Context: an optimization exercise on an open-source flow, tuned for small area and a short achievable clock period. The choices shown serve that exercise and are no tape-out recipe.
Only simulation tests tie the RTL to the original design; equivalence was not proved.
Power is estimated from default activity; no workload was simulated.

==> flow/design.v <==
module pod_cvt (
    input  wire        clk,
    input  wire        rst,
    input  wire        in_valid,
    input  wire [31:0] in_x,        
    input  wire [3:0]  in_dtype,    
    input  wire        in_sr,       
    input  wire [31:0] in_w,        
    output reg         out_valid,
    output reg  [31:0] out_y,       
    output reg         out_nan      
);
    genvar gi;
    wire a_i4  = (in_dtype == 4'd0);
    wire a_i8  = (in_dtype == 4'd1);
    wire a_u8  = (in_dtype == 4'd2);
    wire a_u16 = (in_dtype == 4'd3);
    wire a_f4  = (in_dtype == 4'd4);
    wire a_e4  = (in_dtype == 4'd5);
    wire a_e5  = (in_dtype == 4'd6);
    wire a_h   = (in_dtype == 4'd7);
    wire a_bf  = (in_dtype == 4'd8);
    wire a_i32 = (in_dtype == 4'd10);
    wire a_int = a_i4 | a_i8 | a_u8 | a_u16 | a_i32;
    wire a_flt = a_f4 | a_e4 | a_e5 | a_h | a_bf;
    wire [7:0] ex  = in_x[30:23];
    wire       enz = |ex;
    wire       eff = &ex;
    wire       mnz = |in_x[22:0];
    wire [7:0] ex1 = {ex[7:1], ex[0] | ~enz};      
    wire [5:0] el = ex1[5:0];
    wire [5:0] s_int = 6'd30 - el;      
    wire [5:0] s_h   = 6'd6  - el;      
    wire [5:0] s_e5  = 6'd14 - el;      
    wire [5:0] s_e4  = 6'd21 - el;      
    wire [5:0] s_f4  = 6'd29 - el;      
    wire nrm_h  = (ex >= 8'd113);
    wire nrm_e4 = (ex >= 8'd121);
    wire nrm_f4 = (ex >= 8'd127);
    reg  [5:0] s;
    always @(*) begin
        s = s_int;
        if (a_h)  s = nrm_h  ? 6'd21 : s_h;
        if (a_bf) s = 6'd24;
        if (a_e4) s = nrm_e4 ? 6'd28 : s_e4;
        if (a_e5) s = nrm_h  ? 6'd29 : s_e5;
        if (a_f4) s = nrm_f4 ? 6'd30 : s_f4;
    end
    reg        r_valid;
    reg [23:0] r_sig;
    reg        r_sgn;
    reg [5:0]  r_s;
    reg        r_mnz;
    reg [7:0]  r_ex;
    reg [31:0] r_w;
    reg [3:0]  r_dt;
    reg        r_sr;
    always @(posedge clk) begin
        if (rst)
            r_valid <= 1'b0;
        else
            r_valid <= in_valid;
        r_sig  <= {enz, in_x[22:0]};
        r_sgn  <= in_x[31];
        r_s    <= s;
        r_mnz  <= mnz;
        r_ex   <= ex;
        r_w    <= in_w;
        r_dt   <= in_dtype;
        r_sr   <= in_sr;
    end
    wire t_i4  = (r_dt == 4'd0);
    wire t_i8  = (r_dt == 4'd1);
    wire t_u8  = (r_dt == 4'd2);
    wire t_u16 = (r_dt == 4'd3);
    wire t_f4  = (r_dt == 4'd4);
    wire t_e4  = (r_dt == 4'd5);
    wire t_e5  = (r_dt == 4'd6);
    wire t_h   = (r_dt == 4'd7);
    wire t_bf  = (r_dt == 4'd8);
    wire t_i32 = (r_dt == 4'd10);
    wire isint = t_i4 | t_i8 | t_u8 | t_u16 | t_i32;
    wire isflt = t_f4 | t_e4 | t_e5 | t_h | t_bf;
    wire sgn   = r_sgn;
    wire [7:0] rx1   = {r_ex[7:1], r_ex[0] | ~(|r_ex)};
    wire       r_eff = &r_ex;
    wire       r_nan = r_eff & r_mnz;
    wire       r_inf = r_eff & ~r_mnz;
    reg        r_zero;   
    reg        r_nrm;    
    reg        eovf;     
    always @(*) begin
        r_zero = (rx1 <= 8'd94); r_nrm = 1'b0; eovf = 1'b0;
        if (t_h)  begin r_zero = (rx1 <= 8'd70); r_nrm = (r_ex >= 8'd113); eovf = (r_ex >= 8'd143); end
        if (t_bf) begin r_zero = 1'b0;           r_nrm = 1'b1;             eovf = 1'b0;             end
        if (t_e4) begin r_zero = (rx1 <= 8'd85); r_nrm = (r_ex >= 8'd121); eovf = (r_ex >= 8'd136); end
        if (t_e5) begin r_zero = (rx1 <= 8'd78); r_nrm = (r_ex >= 8'd113); eovf = (r_ex >= 8'd143); end
        if (t_f4) begin r_zero = (rx1 <= 8'd93); r_nrm = (r_ex >= 8'd127); eovf = (r_ex >= 8'd130); end
    end
    wire r_huge = r_inf | (isint & (rx1 >= 8'd159)) | (isflt & eovf);
    wire [63:0] v0  = {r_sig, 40'd0};
    wire [63:0] v1  = r_s[0] ? {1'd0,  v0[63:1]}  : v0;
    wire [63:0] v2  = r_s[1] ? {2'd0,  v1[63:2]}  : v1;
    wire [63:0] v3  = r_s[2] ? {4'd0,  v2[63:4]}  : v2;
    wire [63:0] v4  = r_s[3] ? {8'd0,  v3[63:8]}  : v3;
    wire [63:0] v5  = r_s[4] ? {16'd0, v4[63:16]} : v4;
    wire [63:0] v   = r_s[5] ? {32'd0, v5[63:32]} : v5;
    wire [31:0] n   = v[63:32];
    wire [31:0] f32 = v[31:0];
    wire [31:0] g0 = f32 & r_w;
    wire [31:0] p0 = f32 | r_w;
    wire [15:0] g1, p1;
    wire [7:0]  g2, p2;
    wire [3:0]  g3, p3;
    wire [1:0]  g4, p4;
    generate
        for (gi = 0; gi < 16; gi = gi + 1) begin : g_l1
            assign g1[gi] = g0[2*gi+1] | (p0[2*gi+1] & g0[2*gi]);
            assign p1[gi] = p0[2*gi+1] & p0[2*gi];
        end
        for (gi = 0; gi < 8; gi = gi + 1) begin : g_l2
            assign g2[gi] = g1[2*gi+1] | (p1[2*gi+1] & g1[2*gi]);
            assign p2[gi] = p1[2*gi+1] & p1[2*gi];
        end
        for (gi = 0; gi < 4; gi = gi + 1) begin : g_l3
            assign g3[gi] = g2[2*gi+1] | (p2[2*gi+1] & g2[2*gi]);
            assign p3[gi] = p2[2*gi+1] & p2[2*gi];
        end
        for (gi = 0; gi < 2; gi = gi + 1) begin : g_l4
            assign g4[gi] = g3[2*gi+1] | (p3[2*gi+1] & g3[2*gi]);
            assign p4[gi] = p3[2*gi+1] & p3[2*gi];
        end
    endgenerate
    wire up_sr = g4[1] | (p4[1] & g4[0]);
    wire up_ne = f32[31] & ((|f32[30:0]) | n[0]);
    wire up    = r_sr ? up_sr : up_ne;
    wire [7:0] r_ef = {r_ex[7:5], r_ex[4] ^ (t_h | t_e5), r_ex[3] ^ t_e4, r_ex[2], r_ex[1] ^ t_f4, r_ex[0]}
                      & {8{r_nrm}};
    reg  [31:0] t;
    always @(*) begin
        t = 32'd0;
        if (isint) t = n ^ {32{sgn}};
        if (t_f4)  t[2:0]  = {r_ef[1:0], n[0]};
        if (t_e4)  t[6:0]  = {r_ef[3:0], n[2:0]};
        if (t_e5)  t[6:0]  = {r_ef[4:0], n[1:0]};
        if (t_h)   t[14:0] = {r_ef[4:0], n[9:0]};
        if (t_bf)  t[14:0] = {r_ef[7:0], n[6:0]};
    end
    wire [31:0] pa0 = t;
    wire [31:0] pa1, pa2, pa3, pa4, pa5;
    generate for (gi = 0; gi < 32; gi = gi + 1) begin : g_pa
        assign pa1[gi] = ((gi >> 0) % 2 == 1) ? pa0[gi] & pa0[(gi >> 0 << 0) - 1] : pa0[gi];
        assign pa2[gi] = ((gi >> 1) % 2 == 1) ? pa1[gi] & pa1[(gi >> 1 << 1) - 1] : pa1[gi];
        assign pa3[gi] = ((gi >> 2) % 2 == 1) ? pa2[gi] & pa2[(gi >> 2 << 2) - 1] : pa2[gi];
        assign pa4[gi] = ((gi >> 3) % 2 == 1) ? pa3[gi] & pa3[(gi >> 3 << 3) - 1] : pa3[gi];
        assign pa5[gi] = ((gi >> 4) % 2 == 1) ? pa4[gi] & pa4[(gi >> 4 << 4) - 1] : pa4[gi];
    end endgenerate
    wire        cin = up ^ (isint & sgn);
    wire [31:0] r   = t ^ ({32{cin}} & {pa5[30:0], 1'b1});
    wire o16 = |n[31:16];
    wire o8  = |n[31:8];
    wire o7  = |n[31:7];
    wire o3  = |n[31:3];
    wire a3  = &n[2:0];
    wire a7  = &n[6:0];
    wire a8  = &n[7:0];
    wire a16 = &n[15:0];
    wire sat_i = isint & (r_huge | (~r_zero & ((t_i4  & (o3  | (up & a3)))  |
                                               (t_i8  & (o7  | (up & a7)))  |
                                               (t_u8  & (o8  | (up & a8)))  |
                                               (t_u16 & (o16 | (up & a16))) |
                                               (t_i32 & n[31]))));
    wire of_a = (t_e4 & (&t[6:0]));
    wire of_c = (t_f4 & (&t[2:0])) |
                (t_e4 & (&t[6:1])) |
                (t_e5 & (t[6:2] == 5'b11110) & (&t[1:0])) |
                (t_h  & (t[14:10] == 5'b11110) & (&t[9:0])) |
                (t_bf & (t[14:7] == 8'hFE) & (&t[6:0]));
    wire ovf_f = isflt & (r_huge | (~r_zero & (of_a | (cin & of_c))));
    wire uneg  = (t_u8 | t_u16) & sgn;
    wire f7  = t_i4 | t_f4 | t_i8 | t_u8 | t_e4 | t_e5;
    wire w15 = t_u16 | t_h | t_bf | t_i32;
    wire keep_any = ~r_nan & ~r_zero & ((isint & ~sat_i & ~uneg) | (isflt & ~ovf_f));
    wire k_2_0   = keep_any & (f7 | w15);
    wire k_3     = keep_any & (t_i4 | t_i8 | t_u8 | t_e4 | t_e5 | w15);
    wire k_6_4   = keep_any & (t_i8 | t_u8 | t_e4 | t_e5 | w15);
    wire k_7     = keep_any & (t_i8 | t_u8 | w15);
    wire k_14_8  = keep_any & w15;
    wire k_15    = keep_any & (t_u16 | t_i32);
    wire k_31_16 = keep_any & t_i32;
    wire ps  = sat_i & ~sgn & ~r_nan;                      
    wire ns  = sat_i &  sgn & ~r_nan;                      
    wire fo  = ovf_f & ~r_nan;                             
    wire fs  = isflt & sgn & ~r_nan;                       
    wire fn  = isflt & r_nan;                              
    wire pi  = ps & (t_i8 | t_u8 | t_u16 | t_i32);
    wire pw  = ps & (t_u16 | t_i32);
    wire e45 = t_e4 | t_e5;
    wire [31:0] frc;
    assign frc[0]     = (ps & isint) | (fo & t_f4) | (fn & e45);
    assign frc[1]     = (ps & isint) | (fo & (t_f4 | t_e4)) | (fn & e45);
    assign frc[2]     = (ps & isint) | (fo & (t_f4 | e45)) | (fn & e45);
    assign frc[3]     = pi | (ns & t_i4) | (fs & t_f4) | ((fo | fn) & e45);
    assign frc[5:4]   = {2{pi | ((fo | fn) & e45)}};
    assign frc[6]     = pi | ((fo | fn) & e45) | (fn & t_bf);
    assign frc[7]     = (ps & (t_u8 | t_u16 | t_i32)) | (ns & t_i8) | (fs & e45) | ((fo | fn) & t_bf);
    assign frc[8]     = pw | ((fo | fn) & t_bf);
    assign frc[9]     = pw | ((fo | fn) & t_bf) | (fn & t_h);
    assign frc[14:10] = {5{pw | ((fo | fn) & (t_bf | t_h))}};
    assign frc[15]    = pw | (fs & (t_h | t_bf));
    assign frc[30:16] = {15{ps & t_i32}};
    assign frc[31]    = ns & t_i32;
    wire [31:0] keep = {k_31_16, {15{k_31_16}}, k_15, {7{k_14_8}}, k_7, {3{k_6_4}}, k_3, {3{k_2_0}}};
    wire [31:0] y = (r & keep) | frc;
    wire nanflag  = r_nan & (isint | t_f4);
    always @(posedge clk) begin
        if (rst)
            out_valid <= 1'b0;
        else
            out_valid <= r_valid;
        out_y   <= y;
        out_nan <= nanflag;
    end
endmodule
==> flow/flow/run.sh <==
#!/bin/bash
# Own layout flow: ORFS, as standard.sh runs it, with these changes:
#  - synthesis (the same Yosys steps as synth_recipe.tcl, so the registers keep
#    their names and cells) maps the logic with ABC scripts of its own
#    (flow/abc_proc.tcl): the logic feeding the input registers with
#    flow/abc1.script at delay target flow/abc1_delay, the rest with
#    flow/abc.script at flow/abc_delay; Yosys's full-adder extraction is off
#    (ADDER_MAP_FILE empty) so that ABC sees all of the logic;
#  - ports are buffered (the same buffer_ports step) with the cell named in
#    flow/port_buffer;
#  - the layout steps get the make variables in flow/make_vars, if any
#    (optimisation settings such as repair_timing's setup margin).
# Each tool's output goes to a log of its own in this folder.
set -euo pipefail
W=$(pwd)
F=$W/flow
export OWN_ABC_D=$(cat $F/abc_delay)
export OWN_ABC_SCRIPT=$W/own_abc.script
sed "s/{D}/-D $OWN_ABC_D/g" $F/abc.script > $OWN_ABC_SCRIPT
if [[ -f $F/abc1.script ]]; then
  export OWN_ABC1_D=$(cat $F/abc1_delay)
  export OWN_ABC1_SCRIPT=$W/own_abc1.script
  sed "s/{D}/-D $OWN_ABC1_D/g" $F/abc1.script > $OWN_ABC1_SCRIPT
fi
{ head -n 1 $W/synth_recipe.tcl; cat $F/abc_proc.tcl; tail -n +2 $W/synth_recipe.tcl; } > $W/own_synth.tcl
SYN=SYNTH_SCRIPT=$W/own_synth.tcl
# the knobs standard.sh passes on make's command line
KNOBS=$(sed -n 's/^make .*CLKGATE_MAP_FILE= [^ ]* \(.*\) "\${@:-finish}"$/\1/p' $W/standard.sh)
BUF=$(cat $F/port_buffer 2>/dev/null || echo sky130_fd_sc_hd__buf_1)
# extra make variables for the layout steps (optimisation effort only)
EXTRA=$(cat $F/make_vars 2>/dev/null | tr '\n' ' ' || true)
MK="make -C $FLOW_HOME DESIGN_CONFIG=$W/config.mk WORK_HOME=$W/orfs CLKGATE_MAP_FILE="
eval "$MK $SYN $KNOBS ADDER_MAP_FILE= synth" > $W/log_synth.txt 2>&1
eval "$MK $SYN $KNOBS $EXTRA BUFFER_PORTS_ARGS=\"-buffer_cell $BUF\" finish" > $W/log_layout.txt 2>&1
R=$W/orfs/results/$FLOW_PLATFORM/pod_cvt/base
: # left out here: write the final layout as DEF
==> flow/flow/abc.script <==
strash
dc2
strash
dch
map {D}
buffer -p
upsize {D}
dnsize {D}
==> flow/flow/abc1.script <==
strash
dc2
strash
dch
map {D}
==> flow/flow/abc1_delay <==
800
==> flow/flow/abc_delay <==
3500
==> flow/flow/abc_proc.tcl <==
# Technology mapping with own ABC scripts: the logic that feeds the input
# registers (cells named r_*) first, with its own delay target, then the rest.
proc abc {args} {
  set a $args
  set i [lsearch $a -script]; lset a [expr {$i+1}] $::env(OWN_ABC_SCRIPT)
  set i [lsearch $a -D]; lset a [expr {$i+1}] $::env(OWN_ABC_D)
  if {[info exists ::env(OWN_ABC1_SCRIPT)] && $::env(OWN_ABC1_SCRIPT) ne ""} {
    set a1 $args
    set i [lsearch $a1 -script]; lset a1 [expr {$i+1}] $::env(OWN_ABC1_SCRIPT)
    set i [lsearch $a1 -D]; lset a1 [expr {$i+1}] $::env(OWN_ABC1_D)
    yosys select -set s1 {c:r_*} %ci*
    yosys abc {*}$a1 {@s1}
  }
  yosys abc {*}$a
}
==> flow/flow/make_vars <==
SETUP_SLACK_MARGIN=12.75
==> flow/flow/port_buffer <==
sky130_fd_sc_hd__buf_1
==> flow/standard.sh <==
#!/bin/bash
# synth_recipe.tcl (not shown) runs the flow's synth.tcl, then flattens the netlist and writes it again
# the make line also repeats each setting of config.mk as NAME=value (left out here)
make -C /OpenROAD-flow-scripts/flow DESIGN_CONFIG=/design/flow/config.mk WORK_HOME=/design/flow/orfs CLKGATE_MAP_FILE= SYNTH_SCRIPT=/design/flow/synth_recipe.tcl "${@:-finish}"
==> flow/config.mk <==
export PLATFORM = sky130hd
export DESIGN_NAME = pod_cvt
export DESIGN_NICKNAME = pod_cvt
export VERILOG_FILES = /design/flow/design.v
export SDC_FILE = /design/flow/constraint.sdc
export NUM_CORES = 4
export LEC_CHECK = 0
export ABC_AREA = 1
export CAP_MARGIN = 20
export CORE_MARGIN = 2
export CORE_UTILIZATION = 40
export CTS_BUF_LIST = sky130_fd_sc_hd__clkbuf_8
export PLACE_DENSITY = 0.75
export SLEW_MARGIN = 20
==> flow/constraint.sdc <==
create_clock -name core_clock -period 18.0 [get_ports {clk}]
set_input_delay 3.6000 -clock core_clock [delete_from_list [all_inputs] [get_ports {clk}]]
set_output_delay 3.6000 -clock core_clock [all_outputs]
set_load 0.01 [all_outputs]
==> flow_results.org, run 1 <==
** Logic synthesis
- Counting distinct cell types in the post-synthesis netlist gives 71.
- Counting every net in the synthesized netlist gives 1339.
- Warnings from Yosys :: 1
- Most used flip-flop cell after synthesis :: dfxtp_1
- Post-synthesis instance area :: 0.00787 mm^2
- Each instance of the synthesized netlist takes up on average about 6.2 um^2.
- In this run, synthesis inferred 0 flip-flops with an integrated enable.
- Sequential share of the synthesized area :: roughly 28%
- Of the post-synthesis cell area, the dominant cell type holds 28.5%.
- After synthesis the netlist holds a flip-flop and latch count of about 110.
- Post-Syn Instances :: 1267
- In the post-synthesis netlist, the biggest area contributors are dfxtp_1 (28%), nand2_1 (14%), nor2_1 (8.2%), inv_1 (6.1%), o21ai_0 (5.7%).
- Of all flip-flops after synthesis, the portion carrying an async set or reset was 0%.
- Top cells by count, synth :: nand2_1 (301), nor2_1 (171), inv_1 (127)
- Cell with the most instances after synthesis :: nand2_1
- The biggest area contributor in the post-synthesis netlist is dfxtp_1.

** CTS
- Total clock buffers created by CTS :: 9
- Clk root buf :: clkbuf_8
- CTS HTree Levels :: 3
- Largest buffer count on any clock path :: 2
- # clock sinks :: 112
- The number of hold buffers added after CTS was 0.
- After clock tree synthesis, the clock-pin slew on the worst setup and hold paths is roughly 0.1 ns.
- CTS tree :: yes
- Clock latency on the worst-skew pair :: 0.40 ns

** Worst setup path
- The critical path is of the reg2reg type.
- STA classifies the critical path startpoint as a flip-flop.
- Data on the critical path is required at its endpoint by 18.29 ns.
- Data arrival at the endpoint of the critical path :: 5.18 ns
- Cell at the slowest stage of the critical path :: dfxtp_4
- Crit. End Element :: flip-flop
- Worst path most repeated cell :: nand2_1
- Worst path max stage delay :: 0.37 ns
- In this run the worst path has a maximum fanout of 17.

** GRT
- Across every metal layer, demand over resource in global routing totals 23.5%.
- Entering global routing, the biggest net connects 47 pins.
- Wire length of the first global-routing pass :: 38800 um
- Number of global-route vias before repair :: 7716
- Antenna violations before repair :: 0
- Total grt overflow :: 0

** Floorplan
- Once the floorplan was initialized, standard cells occupied 40.6% of the core.
- The floorplan has 51 rows.
- Die width :: 144 um
- Area of the core :: 0.0194 mm^2
- Area enclosed by the die boundary :: 0.0208 mm^2
- In this run the count of I/O pins placed on the die edge is 106.
- In this run the vertical extent of the chip is between 100 and 150 um.

** Power and ir drop
- In this run the static leakage power is 3.78 nW.
- Largest vdd supply drop :: 41.5 uV
- Sum of internal, switching and leakage power :: 0.000730 W
- In this run the power density over the cells is 81.6 mW/mm^2.

** Run status
- Run status :: finished clean

** Place
- The congestion estimate from routability-driven global placement came to 1.03.
- Detailed placement ended at an HPWL of 19600 um.
- The count of buffers added on input and output ports is 105.

** Routing
- In this run the remaining antenna-violating nets after routing total 0.
- Via count normalized by instance count :: 5.51
- The routed layout has around 9000 vias.
- The pre-antenna-repair detailed-routing pass consisted of 5 iterations.
- In this run, the number of DRC markers left after iteration 0 of detailed routing was 964.
- After detailed routing, the average wire length per cell comes to 15.4 um.
- Drt total wl :: around 25000 um
- After detailed routing, the number of remaining DRC violations is 0.

** Final layout
- Count of antenna diodes in the layout :: 0
- After filler insertion, the fill cell instance count of the layout stands at 2092.
- The final layout contains about 1400 nets.
- Share of final-layout standard cells stronger than drive strength 1 :: 8.16%
- The area growth from synthesis to layout is 13.7%.

** Timing
- Setup repair after global routing could not meet its margin everywhere.
- After layout, the minimum clock period comes to between 4 and 5 ns.
- Measured against its own limit, the worst slew margin works out to 52.9%.
- Final worst-path cycle share :: about 27%
- Transition time at the pin with the least slew margin :: ~0.7 ns
- Max Transition Viols Final :: 0
- The total count of hold-check failures in the final report came to 0.
- Setup violations remaining at the end of the flow were counted as 0.
- For the final routed database, the setup TNS stands at 0 ns.
- Worst clock skew :: 0.0162 ns
- Max Freq :: 204 MHz

** Worst hold path
- The path class of the tightest hold or removal check is reg2reg.

** Run
- The tool flagged a number of max-cap violations equal to 0.
critical path: cells and delay by family (launching register included):
kind | cells | cell delay (ns)
and+or+nand+nor | 17 | 2.10
AOI/OAI and AO/OA | 12 | 1.88
DFF | 1 | 0.37
buffers and inverters | 2 | 0.26
muxes | 1 | 0.19
state kept, by name, indices dropped and copies added (netlist names):
| register | flops |
|---|---|
| r_s | 6 |
| r_sgn | 1 |
| r_dt | 4 |
| r_sig | 24 |
| r_sr | 1 |
| out_nan | 1 |
| r_mnz | 1 |
| r_ex | 8 |
| r_valid | 1 |
| r_w | 32 |
| out_y | 32 |
| out_valid | 1 |
cell families (layout without fill, tap and decap cells):
group,Yosys count,count (layout),share of synthesized area (%)
compound gates,313,313,24.4
xor+xnor,16,16,1.78
buf+inv,194,300,9.91
flops,112,112,28.5
mux,12,12,1.69
simple gates,620,620,33.7
power breakdown:
part / switching (W) / internal, W
sequential: 0.00000970 / 0.000261
combinational: 0.000207 / 0.0000921
clock: 0.0000902 / 0.0000701
total: 0.000307 / 0.000423
per-layer routing:
metal / track usage (%) / up-vias / share of wire [%] / wire length (um)
met3: 4.01 / 47 / 7.9 / 1990
li1: - / 4474 / - / -
met5: 0 / - / 0 / 0
met1: 32.7 / 4091 / 45 / 11400
met4: 7.87 / 0 / 2.7 / 682
met2: 36.9 / 410 / 44 / 11200
final cells by class:
cell class	instances	area, um^2	share of cell area [%]
Tap cell	265	332	3.71
Timing Repair Buffer	130	618	6.91
Timing Repair inverter	4	25.0	0.280
Clock inverter	6	75.1	0.840
Clock buffer	10	138	1.54
Inverter	150	579	6.48
Sequential cell	112	2250	25.2
Multi-Input combinational cell	961	4930	55.1
worst paths after layout:
kind                to  slack [ns]  cells past startpoint  startpoint
max          out_y[31]       13.11                     32      r_s[0]
min          out_valid        0.42                      2     r_valid
max reg2reg  out_y[31]       13.11                     32      r_s[0]
min reg2reg  out_valid        0.42                      2     r_valid
metrics by stage:
stage               instance area, um^2  hold WS (ns)  setup slack (ns)  std cells  utilization, %
floorplan                          7870         0.388             13.36       1267               -
global placement                   8430         0.392             12.32       1600            43.5
detailed placement                 8430         0.408             12.26       1600            43.5
CTS                                8660         0.424             12.81       1616            44.6
global route                       8940         0.471             12.69       1638            46.1
finish                             8940         0.416             13.11       1638            46.1
what timing repair did:
item / 4_1_cts / 5_1_grt
setup endpoints to repair: 32 / 32
pin swaps: 0 / 8
resized for setup: 4 / 31
cloned: 0 / 4
buffers inserted: 0 / 18
endpoints found under the hold margin: 0 / 0
cell usage in the layout (no fill, tap or decap), types with 7 or more instances in the layout:
master    count
buf_4        20
o21ai_1      48
nor4_1       15
buf_1       105
clkinv_1     16
a21oi_1      59
xor2_1       13
clkbuf_8     10
nand3_1      64
nand4_1      12
a22oi_1      13
nand2_1     300
nand2_2       7
inv_1       124
nor3_1       22
o22ai_1      20
dfxtp_1     110
a31oi_1      18
mux2i_1      11
nor2_2        7
o21ai_0      85
nor2_1      165
==> run 2: changes to the inputs <==
--- a/flow/config.mk
+++ b/flow/config.mk
@@ -10,5 +10,5 @@
 export CORE_MARGIN = 2
 export CORE_UTILIZATION = 40
 export CTS_BUF_LIST = sky130_fd_sc_hd__clkbuf_8
-export PLACE_DENSITY = 0.75
 export SLEW_MARGIN = 20
+export TNS_END_PERCENT = 10
==> run 2 against run 1 <==
  * Worst setup slack got worse by 0.024 ns
  * Sequential share of layout area up 0.33 points
  * Synthesized area unchanged
  * Synthesized cell count unchanged
  * Die area unchanged
==> flow_results.org, run 2 <==
** Timing
- Unrepaired setup endpoints after global routing :: true
- The total count of hold-check failures in the final report came to 0.
- The final critical path takes up 27.3% of the cycle.
- Max Freq :: 203 MHz
- The routed design could run at a clock period as short as 4.92 ns.
- Total negative slack :: 0 ns
- The final max-slew violation count is 0.
- Post-Route Hold Slack :: 0.420 ns
- For the pin with the worst max-slew slack, the measured transition is 0.761 ns.
- Worst clock skew :: around 0.012 ns
- Number of endpoints failing setup at the final stage :: 0
- Max_slew headroom :: 49.1%

** Logic synthesis
- Summing every instance area after synthesis gives 0.00787 mm^2.
- Counting flops and latches in the post-synthesis netlist gives 112.
- Total nets after synthesis :: roughly 1300
- Top cells by count, synth :: nand2_1 (301), nor2_1 (171), inv_1 (127)
- Top cells by area, synth :: dfxtp_1 (28%), nand2_1 (14%), nor2_1 (8.2%), inv_1 (6.1%), o21ai_0 (5.7%)
- In the synthesized netlist the async set-or-reset flop fraction comes to 0%.
- The synthesized design spends more area on one cell type than any other, namely dfxtp_1.
- Mux share of post-synthesis cell area :: 1.69%
- Compound-cell area share of the yosys netlist :: 24.4%
- Warnings from Yosys :: 1
- Xor-xnor portion of the synthesized cell area :: approximately 1.8%
- Summing the areas of all fa, ha and maj instances in the mapped netlist gives 0% of the synthesized area.
- Cell with the most instances after synthesis :: nand2_1
- In this run, distinct cell masters in the synthesized netlist total 71.
- Post-Syn Area per Cell :: 6.21 um^2
- After technology mapping, the gate count stands at 1267.
- Sequential share of the synthesized area :: 28.5%
- Combinational family with the most area after synthesis :: simple AND/OR/NAND/NOR gates
- Area share of the largest cell type after synthesis :: 28.5%
- Among all flip-flop cells after synthesis, the most frequent one is dfxtp_1.
- Of the total synthesized cell area, the portion taken by AND, OR, NAND and NOR gates is 33.7%.
- Counting flops with a built-in enable in the synthesized netlist gives 0.

** Routing
- The first TritonRoute pass finished after 8 iterations.
- In this run the remaining antenna-violating nets after routing total 0.
- Drt total wl :: 24900 um
- In this run, the number of DRC markers left after iteration 0 of detailed routing was 759.
- Dividing the detail-routed wire length by the instance count gives approximately 15 um.
- DRC Markers :: 0
- DR vias :: 8801
- Dividing the detail-routed via count by the number of cells gives ~5.4.

** Final layout
- Leaving out filler cells and counting taps, the final layout contains around 1600.
- Leading cell types in the layout, fill and taps excluded :: nand2_1 (301), nor2_1 (169), inv_1 (126), dfxtp_1 (111), buf_1 (105)
- The library cell used most frequently in the layout, excluding fill and tap cells, is nand2_1.
- After the last flow step, the layout net total stands at 1431.
- The post-route netlist has 6.89% of its cells at a drive strength greater than 1.
- The number of antenna diodes in the final layout is 0.
- The finished cells cover between 0.008 and 0.009 mm^2.
- Area growth from synthesis to layout :: 12.0%
- In the final layout, the registers with the most flip-flops are out_y (32), r_w (32), r_sig (24).

** Worst setup path
- Data arrival at the endpoint of the critical path :: 5.18 ns
- Broken down by cell family, the worst path's largest delay share belongs to compound AO/OA/AOI/OAI gates.
- Traced cell by cell, the critical path runs through buf_1, clkinv_1, a41oi_1, nand2_1, a31oi_1, o22ai_1.
- Required time of the critical path :: 18.26 ns
- Crit. End Element :: flip-flop
- The critical path in this run is classified as in2reg.
- Among all stages on the critical path, the largest delay is contributed by a41oi_1.
- The worst register-to-register path begins at r_dt[2].
- The worst setup path is launched from an input port.
- Along the worst path, the maximum fanout reaches 8.
- Launch point of the critical path :: in_x[27]
- In this design, the stage delay of the slowest critical-path cell is 0.49 ns.
- Critical path buffer and inverter count :: 2

** Floorplan
- Area of the core :: 0.0194 mm^2
- Pin placement for this block handled between 100 and 150 I/O pins.
- Die height :: 144 um
- Measured along the x axis, the die boundary spans 144 um.
- The floorplan has 51 rows.
- The die covers 0.0208 mm^2.
- For this configuration, the core starts out at a cell density of 40.6%.

** GRT
- Number of global-route vias before repair :: 7694
- The first global-routing pass estimated 39100 um of wire.
- Entering global routing, the biggest net connects 47 pins.
- In the global route stage, overall resource usage came out at 23.7%.
- Antenna violations before repair :: 0
- Total grt overflow :: 0

** CTS
- Clock tree synthesis found a total of 112 sinks.
- Clock tree synthesis selected as its root buffer the cell clkbuf_8.
- Clock latency on the worst-skew pair, taken at its later pin, is 0.39 ns.
- Clock-pin slew was measured on the worst setup and hold paths at approximately 0.11 ns.
- CTS HTree Levels :: 3
- The clock passes through at most 2 buffers.
- In this run, CTS created clock tree buffers numbering 9.
- CTS tree :: yes

** Power and ir drop
- Cell Pwr Density :: 79.9 mW/mm^2
- Leakage power total :: 3.73 nW
- VDD sags by at most between 50 and 60 uV.

** Run
- The tool flagged a number of max-cap violations equal to 0.

** Place
- HPWL after detailed placement :: about 20000 um
- Port buffering added 105 buffers.
- The congestion estimate from routability-driven global placement came to 1.00.
- Placed Instance Area :: 0.00844 mm^2
- Dpl cells :: 1601

** Run status
- Run status :: finished clean

** Worst hold path
- The worst hold path begins at r_valid.
- Path class of the lowest-slack min-delay path :: reg2reg
[run 2: cell counts after synthesis]
Identical to the previous run, type by type.
[run 2: worst paths after layout]
kind	endpoint	slack [ns]	depth (start not counted)
min	out_valid	0.42	2
max	r_s[0]	13.08	6
max reg2reg	out_y[3]	13.13	28
min reg2reg	out_valid	0.42	2
[run 2: tightest hold or removal path, delay by kind of cell (launching register included)]
kind / cells / cell delay [ns]
flops: 1 / 0.31
buf+inv: 1 / 0.05
simple gates: 1 / 0.03
[run 2: cells by family after synthesis]
| logic type | count (synthesis) |
|---|---|
| AND/OR/NAND/NOR | 620 |
| flip-flops | 112 |
| multiplexers | 12 |
| AO/OA/AOI/OAI | 313 |
| XOR/XNOR | 16 |
| buffers and inverters | 194 |
[run 2: area by class of cell]
cell class / count / area, um^2
clock buffers: 9 / 124
inverters: 150 / 579
repair buffers: 122 / 546
fillers: 2141 / 10600
multi-input cells: 961 / 4910
repair inverters: 3 / 20.0
well taps: 265 / 332
flip-flops and latches: 112 / 2250
clock inverters: 7 / 55.1
[run 2: where the power goes]
group          total (W)  internal [W]  leakage (nW)  switching (W)
combinational   0.000295     0.0000901          2.70       0.000205
clock           0.000140     0.0000523        0.0967      0.0000879
sequential      0.000269      0.000261         0.933     0.00000839
total           0.000704      0.000403          3.73       0.000301
[run 2: what timing repair did]
| action | in CTS | in global routing |
|---|---|---|
| cloned | 0 | 3 |
| setup buffers | 0 | 9 |
| hold buffers | 0 | 0 |
| setup endpoints to repair | 32 | 32 |
| gates resized for setup | 3 | 25 |
| pin swaps | 0 | 2 |
[run 2: through the flow]
step           power [W]  utilization, %  setup slack [ns]
2_1_floorplan   0.000479               -             13.36
3_3_place_gp    0.000550            43.5             12.52
3_5_place_dp    0.000550            43.5             12.34
4_1_cts         0.000693            44.5             12.87
5_1_grt         0.000755            45.4             12.73
6_report        0.000704            45.4             13.08
[run 2: routing by layer]
| metal | up-vias | global-route usage [%] | routed length [um] |
|---|---|---|---|
| met5 | - | 0 | 0 |
| met4 | 0 | 7.10 | 536 |
| li1 | 4470 | - | - |
| met3 | 39 | 3.94 | 1880 |
| met1 | 3943 | 34.3 | 11900 |
| met2 | 349 | 36.0 | 10600 |
==> run 3: changes to the inputs <==
==> flow/flow/make_vars (replaced) <==
SETUP_SLACK_MARGIN=13.1
==> run 3 against run 2 <==
  * Register-to-register slack improved by 0.02 ns
  * Synthesized area did not move
  * Hold slack barely moved
  * Core utilization rose by 2.5 points
  * Critical path depth rose by 1
  * Sequential cell count did not move
  * Clock power barely moved
==> flow_results.org, run 3 <==
** Run status
- The flow ran to the end and the layout has no timing, DRC or antenna violations.

** Timing
- Number of endpoints failing setup at the final stage :: 0
- The clock arrives with 0.0138 ns of skew.
- Final worst-path cycle share :: 27.0%
- The final max-slew violation count came to 0.
- Max_slew headroom :: 48.9%
- Setup repair after global routing could not meet its margin everywhere.
- The total count of hold-check failures in the final report was 0.
- Across all hold checks on the routed design, the worst slack comes to 0.420 ns.
- Total negative slack :: 0 ns
- Transition time at the pin with the least slew margin :: 0.764 ns
- For this run, the top clock speed supported by timing is approximately 200 MHz.
- The routed design could run at a clock period as short as 4.85 ns.

** Logic synthesis
- After technology mapping, the gate count stands at 1267.
- In this run, synthesis inferred 0 flip-flops with an integrated enable.
- A synthesized cell averages just over 6 um^2.
- In the synthesized netlist the dominant register cell turns out to be dfxtp_1.
- Synthesis inferred ~110 register bits.
- The synthesized design devotes to its leading area cell type 28.5% of total area.
- The number of different library cells used by synthesis comes to 71.
- Post-synthesis async set-or-reset flop share :: 0%
- Total nets after synthesis :: 1339
- After synthesis, the most frequently instantiated cells are nand2_1 (301), nor2_1 (171), inv_1 (127).
- Yosys attributes the largest share of cell area to dfxtp_1 (28%), nand2_1 (14%), nor2_1 (8.2%), inv_1 (6.1%), o21ai_0 (5.7%).
- Cell taking the most area after synthesis :: dfxtp_1
- For this run, the number of Yosys warnings is 1.
- Sequential share of the synthesized area :: 28.5%
- After synthesis the cells add up to 0.00787 mm^2.
- Cell with the most instances after synthesis :: nand2_1

** Final layout
- Final cell count without fillers :: ~1600
- Count of antenna diodes in the layout :: 0
- Share of final-layout standard cells stronger than drive strength 1 :: 11.6%
- Compared with the post-synthesis result, the final layout area differs by 18.2%.
- The final layout contains approximately 1400 nets.
- Once layout is complete, the utilization of the core stands at 47.9%.
- The largest registers in the layout are out_y (32), r_w (32), r_sig (24).
- Leaving out fill and tap cells, the most frequent cells in the layout are nand2_1 (290), nor2_1 (167), inv_1 (126), dfxtp_1 (110), buf_1 (105).
- The library cell used most frequently in the layout, excluding fill and tap cells, is nand2_1.

** Routing
- After detailed routing, the average wire length per cell comes to roughly 15 um.
- DR iter-0 viols :: 819
- Via count normalized by instance count :: 5.40
- Summing over every cut layer, the via total after detailed routing is 8899.
- Wires add up to ~25000 um.
- The detail route stage leaves a number of antenna-violating nets equal to 0.
- The first TritonRoute pass finished after 6 iterations.
- DRC Markers :: 0

** CTS
- Clock tree synthesis inserted a total of 9 buffers.
- Largest buffer count on any clock path :: 2
- The later pin in the worst-skew pair is clocked with a latency of 0.39 ns.
- Clk root buf :: clkbuf_8
- Clock tree synthesis found a total of between 100 and 150 sinks.
- Clock transition time at the flip-flop clock pins of the worst setup and hold paths :: roughly 0.11 ns
- In this run the number of H-tree levels came out at 3.
- CTS tree :: yes
- In this run, post-CTS hold repair placed 0 buffers.

** Power and ir drop
- Sum of internal, switching and leakage power :: 0.000737 W
- Leakage power total :: between 3 and 4 nW
- IR analysis of the VDD net gives a maximum drop of about 53 uV.
- For this design the ratio of total power to cell area is 79.3 mW/mm^2.

** Worst setup path
- Setup slack of the most critical reg-to-reg path :: 13.15 ns
- Worst Reg2Reg Path Length in Cells :: 31
- The critical path in this run is classified as in2reg.
- Critical path buffer and inverter count :: 1
- Grouping stages by cell kind, the critical path spends the most delay in simple AND/OR/NAND/NOR gates.
- The worst setup path is captured at a flip-flop.
- The endpoint identified for the worst register-to-register timing path is out_y[30].
- Startpoint of the most critical register-to-register path :: r_s[0]
- In this run the worst path has a maximum fanout of 6.
- Data arrives at the worst endpoint at 5.14 ns.
- Worst path max stage delay :: 0.38 ns
- Walking the worst path, the cells encountered are buf_1, nand3_1, nor2_1, o21ai_0, nand2_1, a31oi_1, o22ai_1.
- The slowest stage of the critical path belongs to the cell nor2_1.
- STA classifies the critical path startpoint as an input port.
- At the worst endpoint, the required time is about 18 ns.

** Run
- Number of max-capacitance violations reported :: 0

** Floorplan
- Initial Util :: 40.6%
- The die covers about 0.021 mm^2.
- The floorplan has 51 rows.
- The die is between 100 and 150 um wide.
- Pin placement for this block handled 106 I/O pins.
- Die height :: 144 um
- Area of the core :: 0.0194 mm^2

** Worst hold path
- In this run the most critical hold path is launched from r_valid.
- Cell count of the worst hold path :: 2
- In this run the worst hold path is classified as reg2reg.
- The worst hold path terminates at out_valid.

** GRT
- Antenna violations before repair :: 0
- Entering global routing, the biggest net connects 47 pins.
- Total grt overflow :: 0
- Global routing used 23.8% of the available tracks across all layers.
- The first global-routing pass estimated 39400 um of wire.
- Number of global-route vias before repair :: 7763

** Place
- In this run, placement finished with an instance count of 1601.
- Port-buffer cells :: 105
- At the end of routability-driven placement, the weighted congestion stood at 1.00.
- Detailed placement finished with a half-perimeter wire length of 19600 um.
## run 3: cell counts after synthesis
Identical to the previous run, type by type.
## run 3: per-layer routing
metal	wire (um)	up-vias	GRT usage, %
li1	-	4512	-
met1	12000	4020	34.5
met2	11100	334	36.3
met3	1760	33	3.87
met4	508	0	7.10
met5	0	-	0
## run 3: area by class of cell
type,instances,area [um^2]
Timing Repair inverter,4,25.0
Fill cell,2094,10100
Tap cell,265,332
Multi-Input combinational cell,961,5190
Clock inverter,7,55.1
Sequential cell,112,2250
Inverter,150,589
Clock buffer,9,124
Timing Repair Buffer,139,741
## run 3: worst max path at each step
stage | startpoint | to | slack (ns) | depth (start not counted)
final | in_dtype[1] | r_s[0] | 13.15 | 7
after global routing | r_s[0] | out_y[30] | 12.77 | 31
after CTS | in_dtype[1] | r_s[0] | 13.05 | 7
after detailed placement | r_s[0] | out_y[14] | 12.34 | 29
after global placement | r_s[0] | out_y[12] | 12.52 | 29
after floorplan | in_x[25] | r_s[4] | 13.36 | 7
## run 3: report_power, final
part	internal (W)	leakage, nW	switching, W
Clock	0.0000523	0.0967	0.0000889
Sequential	0.000261	0.933	0.00000972
Combinational	0.000108	2.86	0.000217
## run 3: metrics by stage
stage,setup WS [ns],area [um^2]
6_report,13.15,9300
3_3_place_gp,12.52,8440
2_1_floorplan,13.36,7870
4_1_cts,13.05,8690
5_1_grt,12.77,9300
3_5_place_dp,12.34,8440
## run 3: cells by family (layout without fill, tap and decap cells)
kind of cell / count (synthesis) / after routing / synth area share, %
XOR/XNOR: 16 / 16 / 1.78
flip-flops: 112 / 112 / 28.5
multiplexers: 12 / 12 / 1.69
AO/OA/AOI/OAI: 313 / 313 / 24.4
AND/OR/NAND/NOR: 620 / 620 / 33.7
buffers and inverters: 194 / 309 / 9.91
## run 3: worst min-delay path, delay by kind of cell (launching register included)
kind                   cells  cell delay, ns
DFF                        1            0.31
and+or+nand+nor            1            0.03
buffers and inverters      1            0.05
## run 3: repair_timing
item / CTS / global route
buffers inserted: 3 / 22
resized for setup: 9 / 99
cloned: 2 / 3
pin swaps: 2 / 35
setup endpoints to repair: 33 / 36
==> run 4: changes to the inputs <==
==> flow/flow/make_vars (replaced) <==
SETUP_SLACK_MARGIN=12.6
--- a/flow/config.mk
+++ b/flow/config.mk
@@ -11,4 +11,3 @@
 export CORE_UTILIZATION = 40
 export CTS_BUF_LIST = sky130_fd_sc_hd__clkbuf_8
 export SLEW_MARGIN = 20
-export TNS_END_PERCENT = 10
==> run 4 against run 3 <==
  * Total power down 5.3%
  * Hold slack about the same
  * Global-route usage down 0.15 points
  * Critical path depth up 16
  * Synthesized cell count unchanged
  * Cell area down 6.2%
  * Clock power about the same
  * Count of clock-buffer cells in the layout unchanged
  * Largest cell class unchanged
==> flow_results.org, run 4 <==
** CTS
- CTS hold repair buffers :: 0
- In this run the number of H-tree levels came out at 3.
- Clock latency on the worst-skew pair :: 0.40 ns
- TritonCTS created 9 clock buffers.
- In this run the deepest clock path goes through 2 buffers.
- TritonCTS built the clock tree.
- After clock tree synthesis, the clock-pin slew on the worst setup and hold paths is 0.11 ns.
- Clk root buf :: clkbuf_8
- # clock sinks :: 112

** Timing
- For the pin with the worst max-slew slack, the measured transition is 0.752 ns.
- Setup repair after global routing left no endpoint under its margin.
- Final Critical Period :: 4.99 ns
- The total count of hold-check failures in the final report came to 0.
- Headroom to the max-slew limit came out at 49.7%.
- Max Freq :: 200 MHz
- The final max-slew violation count came to 0.
- Clock skew on the completed layout was measured at about 0.014 ns.
- In the final timing run, aggregate negative setup slack is 0 ns.
- Final Worst Setup Slack :: 13.01 ns
- The worst path uses 27.7% of the clock period.
- Setup violations remaining at the end of the flow were counted as 0.

** Worst setup path
- The worst setup path is of the reg2reg kind.
- Worst Reg2Reg Path Length in Cells :: 23
- STA classifies the critical path endpoint as a flip-flop.
- Crit start category :: flip-flop
- Data arrival at the endpoint of the critical path :: 5.26 ns
- Required time of the critical path :: 18.27 ns
- Of all nets on the critical path, the largest fanout is 43.

** Logic synthesis
- By count the netlist is led by nand2_1 (301), nor2_1 (171), inv_1 (127).
- Sorting the synthesized cells by area gives the leading types as dfxtp_1 (28%), nand2_1 (14%), nor2_1 (8.2%), inv_1 (6.1%), o21ai_0 (5.7%).
- For this run, the number of Yosys warnings is 1.
- Area share of the largest cell type after synthesis :: between 20% and 30%
- The average instance in the mapped netlist occupies 6.21 um^2.
- Sequential share of the synthesized area :: 28.5%
- Of all flip-flops after synthesis, the portion carrying an async set or reset was 0%.
- Post-Syn Instances :: roughly 1300
- FF+latch count, synth :: around 110
- Post-synthesis instance area :: 0.00787 mm^2
- The largest total area in the synthesized netlist belongs to dfxtp_1.
- For this run, the leading register cell type out of synthesis is dfxtp_1.
- Yosys instantiated no cell more often than nand2_1.
- Number of synthesized flops with an enable pin :: 0
- Netlist cell types :: 71
- The number of nets handed over by synthesis was 1339.

** Worst hold path
- Cell count of the worst hold path :: 2
- The min-delay analysis places its worst path in the category reg2reg.

** Routing
- Summed over all layers, the routed wires come to 24800 um.
- Detailed-router iteration count before antenna repair :: 5
- The count of nets left with antenna violations once routing finished came out at 0.
- For this block, the via count after detailed routing is 8742.
- DR iter-0 viols :: 767
- After detailed routing, the number of remaining DRC violations is 0.
- After detailed routing, the number of vias per cell comes to 5.38.
- In the final routed layout, each cell accounts on average for 15.2 um.

** Final layout
- Area growth from synthesis to layout :: 10.8%
- Number of nets in the layout :: roughly 1400
- The number of antenna diodes in the final layout is 0.
- The library cell used most frequently in the layout, excluding fill and tap cells, is nand2_1.
- Final cell utilization of the core :: between 40% and 50%
- Leading cell types in the layout, fill and taps excluded :: nand2_1 (301), nor2_1 (169), inv_1 (126), dfxtp_1 (111), buf_1 (105)
- In the final layout, the share of cells above drive strength 1 is 6.25%.
- The largest registers in the layout are out_y (32), r_w (32), r_sig (24).
- The finished layout holds approximately 1600 standard cells, fillers aside.

** GRT
- The number of global-route vias before repair was 7692.
- Wire length of the first global-routing pass :: around 40000 um
- Total grt overflow :: 0
- In the global route stage, overall resource usage came out at between 20% and 30%.
- Entering global routing, the biggest net connects 47 pins.
- The number of antenna violations at the first check in global routing came to 0.

** Floorplan
- Die width :: 144 um
- Std cell rows :: 51
- In this run the count of I/O pins placed on the die edge is 106.
- For this configuration, the core starts out at a cell density of 40.6%.
- Die height :: 144 um
- The floorplan step defined a die boundary enclosing 0.0208 mm^2.
- The region available for standard cell placement spans just under 0.02 mm^2.

** Run status
- The flow ran to the end and the layout has no timing, DRC or antenna violations.

** Place
- The number of placed instances, taps included, is 1601.
- Input and output buffers added on the ports amount to 105.
- HPWL after detailed placement :: between 15000 and 20000 um
- Pre-CTS setup slack :: 12.34 ns
- Routability-driven placement finished with a final weighted congestion of 1.00.

** Power and ir drop
- Largest vdd supply drop :: 53.1 uV
- The analysis attributes to cell leakage a power of 3.69 nW.
- Sum of internal, switching and leakage power :: 0.000698 W
- Cell Pwr Density :: 80.0 mW/mm^2

** Run
- Across the run, the number of max-cap violations was 0.
-- run 4: area by class of cell --
cell class,instances,area (um^2)
fill,2145,10700
multi-input combinational,961,4860
sequential,112,2250
inverter,150,577
timing repair buffer,117,504
tap,265,332
clock buffer,9,124
clock inverter,7,55.1
timing repair inverter,3,20.0
-- run 4: per-layer routing --
metal / part of all wire, % / GRT usage, % / vias to the layer above
met5: 0 / 0 / -
met4: 2.1 / 7.10 / 0
met3: 8.4 / 3.94 / 33
met2: 43 / 36.0 / 362
met1: 47 / 34.3 / 3892
li1: - / - / 4455
-- run 4: final timing paths --
check | start | to | slack [ns]
max reg2reg | r_s[4] | out_y[30] | 13.01
max | r_s[4] | out_y[30] | 13.01
min reg2reg | r_valid | out_valid | 0.42
min | r_valid | out_valid | 0.42
-- run 4: what timing repair did --
action	in CTS	in global routing
hold endpoints to repair	0	0
endpoints found under the setup margin	32	32
buffers inserted	0	4
cloned	0	3
resized for setup	1	13
pin swaps	0	2
-- run 4: cells by family (layout without fill, tap and decap cells) --
kind of cell	Yosys count	in the layout	synth area share (%)
DFF	112	112	28.5
buffers and inverters	194	286	9.91
xor gates and xnor gates	16	16	1.78
and+or+nand+nor	620	620	33.7
AOI/OAI and AO/OA	313	313	24.4
muxes	12	12	1.69
-- run 4: critical path: stages, from the launching register on --
cell and delay, ns:
dfxtp_1 0.32, buf_4 0.38, clkinvlp_4 0.39, nor2_2 0.30
inv_1 0.23, o21ai_1 0.44, o221ai_1 0.19, nor2_1 0.14
o21ai_0 0.09, a21oi_1 0.17, o21ai_0 0.11, o221a_1 0.28
o211ai_2 0.26, nand2_2 0.10, nand2_1 0.11, nand4_2 0.15
nor3_4 0.20, nand4_2 0.18, nor2_2 0.19, nand2_1 0.12
nor2_4 0.18, nand4_1 0.16, nand2_1 0.11, o21ai_1 0.05
-- run 4: per-stage QoR --
stage               instance area [um^2]  hold slack [ns]
floorplan                           7870            0.388
global placement                    8440            0.402
detailed placement                  8440            0.412
CTS                                 8620            0.429
global route                        8720            0.449
finish                              8720            0.420
-- run 4: power breakdown --
part | leakage, nW | internal [W] | total, W | switching (W)
Combinational | 2.66 | 0.0000871 | 0.000288 | 0.000201
Sequential | 0.933 | 0.000261 | 0.000269 | 0.00000857
Clock | 0.0967 | 0.0000523 | 0.000140 | 0.0000881
Total | 3.69 | 0.000400 | 0.000698 | 0.000298
==> run 5: changes to the inputs <==
==> flow/flow/make_vars (replaced) <==
SETUP_SLACK_MARGIN=12.9
==> run 5 against run 4 <==
  * Still clean
  * Hold slack about the same
  * Synthesized area unchanged
  * Final cell count increased by 1.4%
  * Clock power about the same
  * Combinational power increased by 14%
  * Total power increased by 5.9%
  * Sequential cell count unchanged
  * Fmax increased by 3.0%
  * Wire length increased by 3.4%
  * Count of clock-buffer cells in the layout unchanged
  * Sequential share of layout area decreased by 1.6 points
  * Critical endpoint is now r_s[0]
==> flow_results.org, run 5 <==
** Run status
- Run status :: finished clean

** Final layout
- Largest registers :: out_y (32), r_w (32), r_sig (24)
- Leading cell types in the layout, fill and taps excluded :: nand2_1 (290), nor2_1 (166), inv_1 (126), dfxtp_1 (110), buf_1 (105)
- After the last flow step, the layout net total stands at 1448.
- 0 antenna diodes ended up in the layout.
- After routing the design area is 0.00932 mm^2.
- Area growth from synthesis to layout :: 18.4%
- Leaving out fill and tap cells, the most frequent cell in the layout is nand2_1.
- Final cell count without fillers :: 1646
- The post-route netlist has 11.7% of its cells at a drive strength greater than 1.

** Floorplan
- Once the floorplan was initialized, standard cells occupied about 41% of the core.
- Area enclosed by the die boundary :: 0.0208 mm^2
- Std cell rows :: slightly above 50
- Die width :: ~140 um
- For this design the top-level I/O count stands at ~110.
- Die height :: 144 um
- The region available for standard cell placement spans between 0.015 and 0.02 mm^2.

** Worst setup path
- Terminus of the critical flop-to-flop path :: out_y[30]
- STA puts the critical path data arrival time at 5.13 ns.
- The worst setup path is launched from an input port.
- Worst Path Max Fanout :: 6
- The worst setup path is captured at a flip-flop.
- Startpoint of the most critical register-to-register path :: r_s[0]
- The critical path is of the in2reg type.
- Setup slack of the most critical reg-to-reg path :: 13.16 ns
- Measured in cells, the most critical reg-to-reg path has a length of 31.
- Required time of the critical path :: roughly 18 ns

** Power and ir drop
- Sum of internal, switching and leakage power :: between 0.0007 and 0.0008 W
- For this design the ratio of total power to cell area is ~80 mW/mm^2.
- Leakage power total :: between 3 and 4 nW
- Largest vdd supply drop :: 52.6 uV

** Logic synthesis
- The cell count after synthesis came out at 1267.
- Summing every instance area after synthesis gives 0.00787 mm^2.
- Most used flip-flop cell after synthesis :: dfxtp_1
- The average instance in the mapped netlist occupies 6.21 um^2.
- Top cells by count, synth :: nand2_1 (301), nor2_1 (171), inv_1 (127)
- In the synthesized netlist the async set-or-reset flop fraction comes to 0%.
- Cell taking the most area after synthesis :: dfxtp_1
- Yosys instantiated no cell more often than nand2_1.
- Netlist cell types :: 71
- After synthesis, flip-flops and latches occupy 28.5% of the total area.
- For this run, the number of Yosys warnings is 1.
- After synthesis, the largest area contributor takes up 28.5% of total cell area.
- Top cells by area, synth :: dfxtp_1 (28%), nand2_1 (14%), nor2_1 (8.2%), inv_1 (6.1%), o21ai_0 (5.7%)
- FF+latch count, synth :: around 110
- In this run, synthesis inferred 0 flip-flops with an integrated enable.
- Counting every net in the synthesized netlist gives 1339.

** Place
- Port-buffer cells :: 105
- Pre-CTS setup slack :: approximately 12 ns
- Gp weighted congestion :: 1.00
- Placed Instance Area :: 0.00844 mm^2
- Dpl cells :: 1601
- HPWL after detailed placement :: 19600 um

** Routing
- DR iter-0 viols :: between 800 and 900
- The routed design has 25600 um of wire.
- In the routed design, unresolved DRC markers number 0.
- Detailed-router iteration count before antenna repair :: 6
- Via count normalized by instance count :: roughly 5.5
- Number of antenna-violating nets in the routed design :: 0
- For this block, the via count after detailed routing is around 9000.
- Avg WL per Cell :: 15.5 um

** CTS
- The longest clock path from root to sink contains 2 buffers.
- Total clock buffers created by CTS :: 9
- Clock tree synthesis selected as its root buffer the cell clkbuf_8.
- CTS HTree Levels :: 3
- Clock latency on the worst-skew pair :: 0.40 ns
- # clock sinks :: between 100 and 150
- Clock transition time at the flip-flop clock pins of the worst setup and hold paths :: around 0.11 ns
- TritonCTS built the clock tree.

** Timing
- Adding up every negative setup slack in the final design gives 0 ns.
- Worst clock skew :: 0.0147 ns
- Final worst-path cycle share :: about 27%
- Unrepaired setup endpoints after global routing :: true
- The worst pin sits at a relative slew slack of 47.4%.
- Final Worst Setup Slack :: 13.15 ns
- Static timing analysis puts the maximum clock frequency at 206 MHz.
- Setup violations remaining at the end of the flow were counted as 0.
- Max Transition Viols Final :: 0
- The worst path in the final design needs a cycle of 4.85 ns, including I/O delays and setup.
- Number of hold violations in the final report :: 0
- For the pin with the worst max-slew slack, the measured transition is 0.786 ns.

** Worst hold path
- Path class of the lowest-slack min-delay path :: reg2reg
- Cell count of the worst hold path :: 2
- Worst Hold Launch :: r_valid
- Hold Crit Endpoint :: out_valid

** GRT
- The number of global-route vias before repair is ~7700.
- The first global-routing pass estimated 39100 um of wire.
- Global routing usage summed across all routing layers :: 23.7%
- Total grt overflow :: 0
- The number of antenna violations at the first check in global routing is 0.
- Entering global routing, the biggest net connects 47 pins.

** Run
- Max-cap violations in this run came to 0.
[run 5: final cells by class]
cell class / instances / area [um^2]
Fill cell: 2089 / 10100
Tap cell: 265 / 332
Multi-Input combinational cell: 961 / 5210
Timing Repair Buffer: 139 / 739
Sequential cell: 112 / 2250
Clock buffer: 9 / 124
Timing Repair inverter: 3 / 20.0
Inverter: 150 / 587
Clock inverter: 7 / 55.1
[run 5: cells by family after synthesis]
family | count (synthesis) | share of synthesized area, %
and+or+nand+nor | 620 | 33.7
AOI/OAI and AO/OA | 313 | 24.4
buffers and inverters | 194 | 9.91
DFF | 112 | 28.5
xor gates and xnor gates | 16 | 1.78
muxes | 12 | 1.69
[run 5: repair_timing]
action / CTS / global route
endpoints found under the hold margin: 0 / 0
gates resized for setup: 4 / 113
hold buffers: 0 / 0
buffers inserted: 0 / 25
setup endpoints to repair: 32 / 33
cloned: 0 / 4
pin swaps: 0 / 33
[run 5: worst max-delay path, stage by stage]
cell and delay [ns]:
buf_1 0.23, nand3_1 0.19, nor2_1 0.38, o21ai_0 0.27
nand2_1 0.12, a31oi_1 0.10, o22ai_1 0.24
[run 5: worst max path at each step]
stage,cells after the start,slack [ns],endpoint,start
CTS,20,12.91,out_y[26],r_s[4]
finish,7,13.15,r_s[0],in_dtype[1]
detailed placement,29,12.34,out_y[14],r_s[0]
global placement,29,12.52,out_y[12],r_s[0]
global route,30,12.79,out_y[14],r_s[0]
floorplan,7,13.36,r_s[4],in_x[25]
[run 5: per-stage QoR]
step / hold slack (ns) / utilization [%]
6_report: 0.420 / 48.0
5_1_grt: 0.449 / 48.0
4_1_cts: 0.429 / 44.5
3_5_place_dp: 0.412 / 43.5
3_3_place_gp: 0.402 / 43.5
2_1_floorplan: 0.388 / -
[run 5: routing by layer]
metal	part of all wire, %	wire length (um)	GRT usage (%)
met2	43	11100	36.0
met4	2.2	553	7.10
met5	0	0	0
met1	47	12000	34.3
met3	7.4	1900	3.94
[run 5: power by group]
| part | switching (W) | internal (W) | total, W |
|---|---|---|---|
| Combinational | 0.000219 | 0.000108 | 0.000327 |
| Sequential | 0.00000984 | 0.000261 | 0.000271 |
| Clock | 0.0000890 | 0.0000523 | 0.000141 |
| Total | 0.000318 | 0.000422 | 0.000739 |
==> run 6: changes to the inputs <==
==> flow/flow/make_vars (replaced) <==
SETUP_SLACK_MARGIN=12.75
--- a/flow/config.mk
+++ b/flow/config.mk
@@ -10,4 +10,5 @@
 export CORE_MARGIN = 2
 export CORE_UTILIZATION = 40
 export CTS_BUF_LIST = sky130_fd_sc_hd__clkbuf_8
+export GPL_TIMING_DRIVEN = 0
 export SLEW_MARGIN = 20
==> run 6 against run 5 <==
  * Sequential share of layout area fell by 0.55 points
  * Non-clock buffer count rose by 39
  * Synthesized area did not move
  * Worst setup slack got worse by 0.17 ns
  * Sequential cell count did not move
  * Clock skew rose by 0.0059 ns
  * Critical path type is now reg2reg
  * Still clean on timing, DRC and antenna
  * Hold slack got worse by 0.0078 ns
  * Cell area rose by 2.3%
  * Die area did not move
  * Fmax fell by 3.4%
  * Register-to-register slack got worse by 0.18 ns
  * Count of clock-buffer cells in the layout did not move
==> flow_results.org, run 6 <==
** GRT
- The total overflow left after global routing is 0.
- Entering global routing, the biggest net connects 22 pins.
- The number of antenna violations at the first check in global routing is 0.
- Global routing used about 26% of the available tracks across all layers.
- The first global-routing pass estimated 41800 um of wire.
- The number of global-route vias before repair was 7862.

** Worst hold path
- Path class of the lowest-slack min-delay path :: reg2reg
- Worst Hold Launch :: r_valid

** Power and ir drop
- Leakage power total :: 4.02 nW
- For this design the ratio of total power to cell area is 80.6 mW/mm^2.
- IR analysis of the VDD net gives a maximum drop of 40.9 uV.

** Timing
- Worst clock skew :: 0.0206 ns
- Setup repair after global routing could not meet its margin everywhere.
- Setup slack closes at around 13 ns.
- Max Freq :: between 150 and 200 MHz
- For the pin with the worst max-slew slack, the measured transition is 0.737 ns.
- Number of endpoints failing setup at the final stage :: 0
- Max Transition Viols Final :: 0
- Number of hold violations in the final report :: 0
- Final Critical Period :: 5.02 ns
- Summed over all failing endpoints, the final setup total negative slack is 0 ns.
- The worst pin sits at a relative slew slack of 50.4%.
- Final worst-path cycle share :: 27.9%

** Logic synthesis
- Post-Syn Instances :: 1267
- The synthesized netlist devotes 24.4% of its cell area to compound gates.
- Adder-Cell Fraction of Synth Area :: 0%
- After synthesis, the largest family of logic cells by area is simple AND/OR/NAND/NOR gates.
- For this run, the number of Yosys warnings is 1.
- Cell taking the most area after synthesis :: dfxtp_1
- Cell with the most instances after synthesis :: nand2_1
- Mux share of post-synthesis cell area :: 1.69%
- When the netlist entered floorplanning its net count stood at around 1300.
- Netlist cell types :: just over 70
- A synthesized cell averages approximately 6.2 um^2.
- After synthesis the cells add up to between 0.007 and 0.008 mm^2.
- Sequential elements use 28.5% of the synthesized area.
- Most used flip-flop cell after synthesis :: dfxtp_1
- Area share of the largest cell type after synthesis :: 28.5%
- Sorting the synthesized cells by area gives the leading types as dfxtp_1 (28%), nand2_1 (14%), nor2_1 (8.2%), inv_1 (6.1%), o21ai_0 (5.7%).
- Post-synthesis async set-or-reset flop share :: 0%
- By count the netlist is led by nand2_1 (301), nor2_1 (171), inv_1 (127).
- FF+latch count, synth :: approximately 110
- Counting flops with a built-in enable in the synthesized netlist gives 0.
- The synthesized netlist devotes 1.78% of its cell area to XOR and XNOR gates.
- Post-synthesis share of cell area spent on and, or, nand and nor gates :: between 30 and 40%

** Routing
- Detailed-router iteration count before antenna repair :: 5
- The routed layout has 9123 vias.
- Summed over all layers, the routed wires come to 27400 um.
- DR iter-0 viols :: 709
- Using the TritonRoute via totals, the vias-per-cell ratio works out to 5.42.
- In the routed design, unresolved DRC markers number 0.
- Number of antenna-violating nets in the routed design :: 0
- In the final routed layout, each cell accounts on average for 16.3 um.

** Final layout
- Share of final-layout standard cells stronger than drive strength 1 :: 13.2%
- The multi-input combinational cells in the finished layout cover a total of approximately 0.0052 mm^2.
- Leaving out fill and tap cells, the most frequent cells in the layout are nand2_1 (286), nor2_1 (165), inv_1 (126), dfxtp_1 (109), buf_1 (108).
- The layout has 2087 filler cells.
- The largest registers in the layout are out_y (32), r_w (32), r_sig (24).
- The net count of the finished layout is 1484.
- Count of antenna diodes in the layout :: 0
- The library cell used most frequently in the layout, excluding fill and tap cells, is nand2_1.
- Compared with the post-synthesis result, the final layout area differs by 21.1%.
- The sequential cells in the finished layout cover a total of 0.00225 mm^2.

** Worst setup path
- Setup slack of the most critical reg-to-reg path :: 12.98 ns
- Terminus of the critical flop-to-flop path :: out_y[16]
- Worst path max stage delay :: 0.41 ns
- Critical path buffer and inverter count :: 3
- Data on the critical path is required at its endpoint by ~18 ns.
- Following the worst setup path forward leads to its endpoint at out_y[16].
- In this design, the critical path's most frequently occurring cell is nand2_1.
- The largest individual stage delay along the critical path comes from the cell dfxtp_4.
- Data arrival at the endpoint of the critical path :: about 5.4 ns
- Startpoint of the most critical register-to-register path :: r_s[0]
- Crit. End Element :: flip-flop
- The worst register-to-register path has a depth of 26.
- Crit start category :: flip-flop
- Worst Path Max Fanout :: 9
- Category of cells accounting for the largest share of critical-path delay :: compound AO/OA/AOI/OAI gates
- The most critical setup path has its startpoint at r_s[0].
- Count of cell instances traversed by the critical path :: 26
- The setup path with the least slack is of type reg2reg.

** Floorplan
- Area of the core :: 0.0194 mm^2
- Die height :: about 140 um
- Std cell rows :: between 50 and 60
- Area enclosed by the die boundary :: 0.0208 mm^2
- Die width :: 144 um
- Number of I/O pins :: 106
- Initial Util :: just over 40%

** CTS
- CTS HTree Levels :: 3
- Clock latency on the worst-skew pair :: between 0.4 and 0.5 ns
- Largest buffer count on any clock path :: 2
- Total clock buffers created by CTS :: 9
- CTS tree :: yes
- Clock transition time at the flip-flop clock pins of the worst setup and hold paths :: about 0.12 ns
- Clk root buf :: clkbuf_8
- For this design, the sink count on the clock tree is 112.
- After clock tree synthesis, the flow added hold-fix buffers numbering 0.

** Run
- The tool flagged a number of max-cap violations equal to 0.

** Place
- Port-buffer cells :: 105
- Timing analysis after detailed placement gives a worst setup slack of 12.75 ns.
- At the end of routability-driven placement, the weighted congestion stood at 0.991.
- HPWL after detailed placement :: between 20000 and 25000 um

** Run status
- Run status :: finished clean
## run 6: cell count changes in the layout (fill, tap and decap cells not counted), sizes merged
cell      before  now
buf          138  148
clkinvlp       7    1
clkbuf        10   39
clkinv        16   19
## run 6: cell families (layout without fill, tap and decap cells)
logic type             Yosys count  after routing
AO/OA/AOI/OAI                  313            313
XOR/XNOR                        16             16
buffers and inverters          194            344
flip-flops                     112            112
multiplexers                    12             12
AND/OR/NAND/NOR                620            620
## run 6: power by group
group | switching (W) | internal, W
sequential | 0.0000101 | 0.000261
clock | 0.0000958 | 0.0000545
combinational | 0.000229 | 0.000117
total | 0.000335 | 0.000433
## run 6: worst min-delay path, delay by kind of cell (launching register included)
kind / cells / cell delay [ns]
simple gates: 1 / 0.03
flops: 1 / 0.32
buf+inv: 1 / 0.04
## run 6: area by class of cell
| type | count | share of cell area (%) |
|---|---|---|
| multi-input cells | 961 | 54.9 |
| flip-flops and latches | 112 | 23.6 |
| repair buffers | 134 | 7.27 |
| inverters | 150 | 6.03 |
| well taps | 265 | 3.48 |
| plain buffers | 44 | 2.73 |
| clock buffers | 9 | 1.30 |
| clock inverters | 7 | 0.748 |
## run 6: worst min path at each step
stage	endpoint	slack, ns	cells after the start
finish	out_valid	0.41	2
global placement	out_valid	0.40	2
CTS	out_valid	0.41	2
detailed placement	out_valid	0.39	2
global route	out_valid	0.43	2
floorplan	out_valid	0.39	2
## run 6: repair_timing
item / CTS / global route
setup endpoints to repair: 0 / 32
buffers inserted: 0 / 26
gates resized for setup: 0 / 126
## run 6: stage by stage
step,instances,cell area [um^2],hold slack [ns],utilization (%),total power (W)
floorplan,1267,7870,0.388,-,0.000479
global placement,1637,8590,0.395,44.3,0.000565
detailed placement,1637,8590,0.394,44.3,0.000564
CTS,1653,8790,0.415,45.3,0.000716
global route,1682,9530,0.425,49.1,0.000819
finish,1682,9530,0.412,49.1,0.000768
## run 6: routing by layer
layer,global-route usage (%),wire length [um]
met1,37.1,12500
met2,39.6,11800
met3,3.64,2300
met4,9.04,748
met5,0,0

what the ideal ports hide:
The results above use ideal ports. As a check the final layouts listed here were re-extracted and re-timed, cells and wires unchanged. Step 1, drivers: a clkbuf_16 drives clk and a buf_2 each remaining input, both assumed. Step 2 times the ports against the registers' clock, not the clock port: input delays grow and output delays shrink by t, the midpoint of the rising clock arrivals with the driver on. Slacks: no drivers / after step 1 / after step 2; pairs: no drivers / after step 1.
run | shift t [ns] | setup slack, ns | slew at the worst register clock pin (ns) | worst slew at a driven data input, ns
run 1 | 0.439 | 13.108 / 13.108 / 12.769 | 0.11 / 0.11 | 0.04
run 2 | 0.430 | 13.085 / 13.103 / 12.673 | 0.11 / 0.11 | 0.04
run 3 | 0.431 | 13.146 / 13.155 / 12.733 | 0.11 / 0.11 | 0.04
run 4 | 0.431 | 13.007 / 13.007 / 12.668 | 0.11 / 0.11 | 0.04
run 5 | 0.431 | 13.151 / 13.164 / 12.739 | 0.11 / 0.11 | 0.04
run 6 | 0.442 | 12.981 / 12.981 / 12.704 | 0.12 / 0.12 | 0.04
After both steps setup and hold are still met in every run listed. The setup slack of run 3, which loses most, moves by +0.009 ns with the drivers and by -0.413 ns with both steps.
